From an optimization exercise on the open Yosys and OpenROAD flow, aimed at small area; shortcuts taken in it are not production practice.
At most, simulation tests tie the RTL to the original design; equivalence was not proved.

== run 1 ==
Design graft_core, start of the top module:
module graft_core (
    input  wire         clk,
    input  wire         rst,             
    input  wire         start,           
    input  wire         op,              
    input  wire         erase,           
    input  wire [255:0] root_key,
    input  wire         root_256,        
    input  wire [7:0]   kind,
    input  wire [63:0]  eui,
    input  wire [7:0]   epoch_rec,       
    input  wire [1:0]   epoch_sc,        
    input  wire         epoch_resolve,   
    output wire         busy,
    output wire         done,
    output wire         nokey,
    output wire [127:0] key_out
);
Size in the first run: about 610 flip-flops, roughly 480 I/O pins, about 0.024 mm² of cells after synthesis.
clock: 9.0 ns
lec_check: 0
cap_margin: 20
core_margin: 2
core_utilization: 40
gpl_routability_driven: 1
place_density_lb_addon: 0.1
slew_margin: 20
standard.sh (not shown) runs the stock make flow with config.mk's settings and CLKGATE_MAP_FILE= SYNTH_SCRIPT=/design/flow/synth_recipe.tcl, a recipe that flattens the netlist after the stock synthesis.
==> flow/flow/run.sh <==
#!/bin/bash
# Layout flow: the standard ORFS flow (standard.sh) with two changes:
#  - synthesis maps logic with an area-oriented ABC script (flow/abc_area.script)
#    instead of ORFS's delay-oriented one; everything else in the synthesis
#    script (synth_recipe.tcl, hence the registers) is unchanged;
#  - every input and output port still gets a buffer, a buf_1 instead of the
#    clkdlybuf4s50_1 that buffer_ports picks by default;
#  - clock tree synthesis clusters up to 20 flip-flops (60 um across) per
#    clkbuf_8 and inserts no dummy loads.
# Each tool writes its full log under orfs/logs/ (ORFS), and this script's
# own output goes to flow_run.log.
set -euo pipefail
W=$(pwd)
exec > >(tee -a "$W/flow_run.log") 2>&1

{
  echo 'proc abc {args} {'
  echo '  set i [lsearch -exact $args -script]'
  echo "  if {\$i >= 0} { lset args [expr {\$i + 1}] $W/flow/abc_area.script }"
  echo '  yosys abc {*}$args'
  echo '}'
  cat "$W/synth_recipe.tcl"
} > "$W/synth_area.tcl"

sed -e "s#SYNTH_SCRIPT=[^ ]*#SYNTH_SCRIPT=$W/synth_area.tcl BUFFER_PORTS_ARGS='-buffer_cell sky130_fd_sc_hd__buf_1' CTS_ARGS='-sink_clustering_enable -repair_clock_nets -dont_use_dummy_load -sink_clustering_size 20 -sink_clustering_max_diameter 60 -buf_list {sky130_fd_sc_hd__clkbuf_8}'#" \
    "$W/standard.sh" > "$W/standard_area.sh"
grep -n 'make ' "$W/standard_area.sh"
bash "$W/standard_area.sh" > "$W/standard_area.log" 2>&1
echo "flow done"
==> flow/flow/abc_area.script <==
strash
dch -f
amap
strash
dch -f
amap
Input changes introduced in run 2 (baseline for comparison: run 1):
diff --git a/flow/design.v b/flow/design.v
--- a/flow/design.v
+++ b/flow/design.v
@@ -84,36 +84,37 @@
   assign busy  = busy_r;
   assign done  = done_r;
   assign nokey = nokey_pend;
   wire ph0    = oh[0];
   wire ccyc   = f_aes && !ph0;                 
   wire finish = busy_r && f_fin && ph0;        
   wire accept = start && !busy_r;
   wire [31:0] kw0 = kreg[31:0];
   wire [31:0] kw5 = kreg[191:160];
   wire [31:0] kw8 = kreg[287:256];
   wire [31:0] kw9 = kreg[319:288];      
+  wire [3:0] ridx = klen ? {1'b0, rd[4:1]} : rd[3:0] - 4'd4;
   reg  [7:0] rcon;
   always @(*) begin
-    case ({klen, rd})
-      {1'b0, 5'd5},  {1'b1, 5'd2}:  rcon = 8'h01;
-      {1'b0, 5'd6},  {1'b1, 5'd4}:  rcon = 8'h02;
-      {1'b0, 5'd7},  {1'b1, 5'd6}:  rcon = 8'h04;
-      {1'b0, 5'd8},  {1'b1, 5'd8}:  rcon = 8'h08;
-      {1'b0, 5'd9},  {1'b1, 5'd10}: rcon = 8'h10;
-      {1'b0, 5'd10}, {1'b1, 5'd12}: rcon = 8'h20;
-      {1'b0, 5'd11}, {1'b1, 5'd14}: rcon = 8'h40;
-      {1'b0, 5'd12}:                rcon = 8'h80;
-      {1'b0, 5'd13}:                rcon = 8'h1b;
-      {1'b0, 5'd14}:                rcon = 8'h36;
-      default:                      rcon = 8'h00;
+    case (ridx)
+      4'd1:    rcon = 8'h01;
+      4'd2:    rcon = 8'h02;
+      4'd3:    rcon = 8'h04;
+      4'd4:    rcon = 8'h08;
+      4'd5:    rcon = 8'h10;
+      4'd6:    rcon = 8'h20;
+      4'd7:    rcon = 8'h40;
+      4'd8:    rcon = 8'h80;
+      4'd9:    rcon = 8'h1b;
+      4'd10:   rcon = 8'h36;
+      default: rcon = 8'h00;
     endcase
   end
   wire [3:0] plo = {4{f_plo}} & oh[3:0];
   wire [3:0] phi = {4{f_phi}} & oh[3:0];
   wire [31:0] pword = ({32{plo[0]}} & root_key[255:224]) | ({32{plo[1]}} & root_key[223:192]) |
                       ({32{plo[2]}} & root_key[191:160]) | ({32{plo[3]}} & root_key[159:128]) |
                       ({32{phi[0]}} & root_key[127:96])  | ({32{phi[1]}} & root_key[95:64]) |
                       ({32{phi[2]}} & root_key[63:32])   | ({32{phi[3]}} & root_key[31:0]);
   wire        portw = f_plo || f_phi;
   wire [31:0] diag  = {row0[7:0], row1[7:0], row2[7:0], row3[7:0]};
   wire [31:0] sb_in = ph0 ? kw8 : diag;
@@ -135,26 +136,25 @@
   wire        ln31 = (ksel[3] & k1r[31]) | (ksel[0] & k1r[63]) |   
                      (ksel[1] & k1r[95]) | (ksel[2] & k1r[127]);
   wire        l3   = oh[4];                                     
   wire [31:0] k1w  = {lw_k[30:0], ln31} ^ {24'd0, l3 & ln31, 4'd0, l3 & ln31, l3 & ln31, 1'b0};
   wire [7:0]  a0 = sb_out[31:24], a1 = sb_out[23:16], a2 = sb_out[15:8], a3 = sb_out[7:0];
   wire [7:0]  p01 = a0 ^ a1, p12 = a1 ^ a2, p23 = a2 ^ a3;
   wire [7:0]  tt = p01 ^ p23;
   wire [7:0]  u0 = tt ^ xtime(p01), u1 = tt ^ xtime(p12), xt = xtime(tt);
   wire [31:0] u = {u0, u1, u0 ^ xt, u1 ^ xt};
   wire [31:0] col = (f_first ? diag ^ k1w : sb_out) ^ kw9 ^ (u & {32{f_mc}});
   wire [1:0] ep_d    = epoch_sc - epoch_rec[1:0];
-  wire       ep_dec  = ep_d == 2'd3 && epoch_rec[1:0] == 2'd0;
-  wire       ep_inc  = ep_d != 2'd3 && epoch_sc < epoch_rec[1:0];
-  wire [5:0] ep_up   = epoch_rec[7:2] + {{5{ep_dec}}, ep_inc | ep_dec};
-  wire [7:0] ep_full = epoch_resolve ? {ep_up, epoch_sc} : epoch_rec;
+  wire [7:0] ep_full = !epoch_resolve ? epoch_rec :
+                       (ep_d == 2'd3) ? epoch_rec - 8'd1 :
+                                        epoch_rec + {6'd0, ep_d};
   wire [127:0] msg  = {8'h01, 8'h59, 8'h4c, kind, 8'h00, eui, ep_full, 8'h00, 8'h80};
   wire [127:0] init = (op && !busy_r) ? msg : 128'd0;
   wire         load = accept || (finish && nokey_pend);
   function [7:0] bsel;
     input [127:0] x;
     input integer c;
     input integer r;
     bsel = x[127 - 8*(4*c + r) -: 8];
   endfunction
   wire [39:0] init0 = {bsel(init, 3, 0), bsel(init, 2, 0), bsel(init, 1, 0), bsel(init, 0, 0), 8'd0};
   wire [31:0] init1 = {bsel(init, 2, 1), bsel(init, 1, 1), bsel(init, 0, 1), bsel(init, 3, 1)};
Findings:
- Total instance count after detailed placement delta for run 2 relative to run 1: about 0.7% higher
- Compare run 1 and run 2 | first-iteration DRC count higher: run 1
- Antenna diode count in run 2 is 2 above run 1.
- Taking run 1 as the reference, in run 2 final cell count higher, global-route usage higher, count of vias placed by the detailed router lower, non-clock buffer count in the final layout lower.
- In run 2, the count of distinct cell types in the synthesized netlist came out 2 above the value in run 1.
- Run 2 vs run 1 on wire length: run 2 is the higher one.
For run 1, only the layout was checked, not whether the RTL still works.

==> re-timing with driven ports <==
No port has a modelled driver above. Below, the same layouts with a new extraction and two added sets of constraints. Step 1: set_driving_cell puts a clkbuf_16 on clk and a buf_2 on each other input, an assumption about the parent block. Step 2 also shifts input and output timing later by t, the mid clock arrival at the registers, as if the neighbouring blocks saw the same clock. Three values: ideal ports, drivers, drivers and shift; two values: the first two.
run	t (ns)	setup slack, ns	worst slew at a driven data input, ns
run 1	0.699	0.581 / 0.581 / 0.581	0.09
run 2	0.696	0.582 / 0.582 / 0.582	0.09
After both steps setup and hold are still met in every run listed.
